This design comes from an exercise in tuning for small area, a short achievable clock period and few clock cycles per item on the open sky130 flow, not from production work.
Only simulation tests tie the RTL to the original design; equivalence was not proved.
Power is estimated from default activity; no workload was simulated.

Design pack_enc, start of the top module:
module pack_enc (
    input  wire        clk,
    input  wire        rst,
    input  wire        in_valid,
    output wire        in_ready,
    input  wire [15:0] in_pix,      
    input  wire [15:0] in_up,       
    input  wire        in_first,    
    input  wire        in_last,     
    input  wire        in_noprev,   
    input  wire        in_eos,      
    output wire        out_valid,
    input  wire        out_ready,
    output wire [31:0] out_data,
    output wire        out_last
);
    localparam N  = 67;            
    localparam DQ = 4;             
    integer i;
    reg rst_r;
    always @(posedge clk)
        rst_r <= rst;
    reg        rdy_r;               
    reg        full_r;              
    reg [15:0] p0_D;                
    reg        p0_cga, p0_cla;      
    reg        p0v;
    reg [15:0] p0_A, p0_B, p0_Ap, p0_Bp;
    reg        p0_f, p0_n;          
    reg        p0_l, p0_e;          
    reg [5:0]  acnt;                
    wire        take = in_valid & ~full_r;
    wire [16:0] dAB  = {1'b0, p0_A} - {1'b0, p0_B};   
    wire        p0_be = p0_l | (acnt == 6'd63);      
    wire        p0_se = p0_l & p0_e;                 
    wire        gt_ab = p0_Ap > p0_B;
    wire        hi    = p0_cga & (p0_Bp >= p0_B);    
    wire        lo    = p0_cla & (p0_Bp <= p0_B);    
    wire        med_a = hi ? ~gt_ab : (lo &  gt_ab);
    wire        med_b = hi ?  gt_ab : (lo & ~gt_ab);
    wire        sel_0 = p0_n & p0_f;                     
    wire        sel_a = p0_n ? ~p0_f : (~p0_f & med_a);  
    wire        sel_b = ~p0_n & (p0_f | med_b);          
    wire [15:0] r_a = p0_A - p0_Ap;
    wire [15:0] r_b = p0_A - p0_B;
    wire [15:0] nb  = ~p0_B;
    wire [15:0] nd  = ~p0_D;
    wire [15:0] cs1 = p0_A ^ nb ^ nd;
    wire [15:0] cc1 = {(p0_A[14:0] & nb[14:0]) | (p0_A[14:0] & nd[14:0]) | (nb[14:0] & nd[14:0]), 1'b0};
    wire [15:0] r_g = cs1 + cc1 + 16'd2;
    wire [15:0] r   = sel_0 ? p0_A : (sel_a ? r_a : (sel_b ? r_b : r_g));
    reg        p1v;
    reg [15:0] p1_r;
    reg        p1_be, p1_se;
    wire [15:0] e   = p1_r[15] ? ~{p1_r[14:0], 1'b0} : {p1_r[14:0], 1'b0};
    reg        qv;
    reg [15:0] q_e;
    reg        q_be, q_se;
    wire        have = qv | p1v;
    wire [15:0] w_e  = qv ? q_e  : e;
    wire        w_be = qv ? q_be : p1_be;
    wire        w_se = qv ? q_se : p1_se;
  ...
Size in the first run: roughly 6100 cells after synthesis, roughly 1800 flip-flops, ~75 I/O pins, roughly 69000 um2 of cells after synthesis.
clock: 16.0 ns
lec_check: 0
cap_margin: 20
core_margin: 2
core_utilization: 40
slew_margin: 20
standard.sh (not shown) runs the stock make flow with config.mk's settings and CLKGATE_MAP_FILE= SYNTH_SCRIPT=/design/flow/synth_recipe.tcl, a recipe that flattens the netlist after the stock synthesis.
==> flow/flow/run.sh <==
#!/bin/bash
# The standard layout, with faster port buffers, larger clock sink clusters and no dummy clock loads.
set -euo pipefail
export BUFFER_PORTS_ARGS="-buffer_cell sky130_fd_sc_hd__buf_4"
export CTS_ARGS="-sink_clustering_enable -repair_clock_nets -dont_use_dummy_load -sink_clustering_size 34 -sink_clustering_max_diameter 70"
bash standard.sh > standard.log 2>&1
The first run completed with no timing, DRC or antenna violations.
Testbench counts at the start, summed over its fixed seeds: cycles 77,553, items 76,898.
Change:
--- a/flow/flow/run.sh
+++ b/flow/flow/run.sh
@@ -5 +5 @@
-export CTS_ARGS="-sink_clustering_enable -repair_clock_nets -dont_use_dummy_load -sink_clustering_size 34 -sink_clustering_max_diameter 70"
+export CTS_ARGS="-sink_clustering_enable -repair_clock_nets -dont_use_dummy_load -sink_clustering_size 28 -sink_clustering_max_diameter 80"
- CORE_UTILIZATION: 40 -> 60
Effect: Setup slack improved by 0.043 ns; clock skew falls by 0.048 ns; synthesized cell count does not change; final area falls by a few percent; area after synthesis does not change; utilization rises by 21 points; routed wire length falls by a few percent; via count hardly moves; worst hold slack improved by 0.053 ns; sequential power hardly moves; cell count falls by a little under a tenth.
Change:
- CORE_UTILIZATION: 60 -> 70
Register-to-register slack got worse by 0.27 ns.
Via count grows by 2.8%.
Hold slack is worse by 0.0061 ns.
Routed wire length increases by 6.6%.
Core utilization came out higher by 11 points.
Global-route usage increases by 5.9 points.
Setup slack gets worse by 0.14 ns.
Change:
--- a/flow/flow/run.sh
+++ b/flow/flow/run.sh
@@ -2 +2,2 @@
-# The standard layout, with faster port buffers, larger clock sink clusters and no dummy clock loads.
+# The standard layout, with faster port buffers, larger clock sink clusters, no dummy clock
+# loads, and timing repair aimed at a 11.9 ns slack margin.
@@ -5,0 +7 @@
+export SETUP_SLACK_MARGIN=11.9
- CORE_UTILIZATION: 70 -> 40
After rerunning: Count of clock-buffer cells in the layout increases by 13; via count goes down by 2.8%; maximum frequency grows by 2.4%; synthesized area is unchanged; non-clock buffer count goes up by 7; global-route usage fell by 14 points; hold slack degrades by 0.020 ns; power is higher by 2.0%; wire length shrinks by 4.6%; synthesized cell count stays the same; core utilization fell by 31 points.

[separate check: timing with driven ports]
Ports are ideal in the flow. The routed layouts listed here were re-timed in OpenROAD.
Step 1: set_driving_cell puts a clkbuf_16 on clk and a buf_2 on each other input, an assumption about the parent block.
Step 2 adds t to the input delays and takes it off the output delays; t is the mean of the earliest and latest rising clock arrival at the registers after step 1. Input paths then give back, and output paths get back, about the clock's delay inside the block.
Three values: no drivers, after step 1, after step 2; two values: the first two.
run | t (ns) | setup WS [ns] | hold WS [ns] | slew at the worst register clock pin (ns) | cell pins on the clock port's net
the first run | 0.780 | 11.504 / 11.426 / 10.950 | 0.228 / 0.228 / 0.228 | 0.11 / 0.11 | 1
the second run | 0.744 | 11.547 / 11.477 / 10.909 | 0.281 / 0.281 / 0.281 | 0.11 / 0.11 | 1
the third run | 0.734 | 11.411 / 11.411 / 10.855 | 0.275 / 0.275 / 0.275 | 0.11 / 0.11 | 1
the fourth run | 0.760 | 11.517 / 11.437 / 11.287 | 0.255 / 0.255 / 0.255 | 0.10 / 0.10 | 1
After both steps every run listed still meets setup and hold. The setup slack of the second run, which loses most, moves by -0.070 ns with the drivers and by -0.638 ns with both steps.
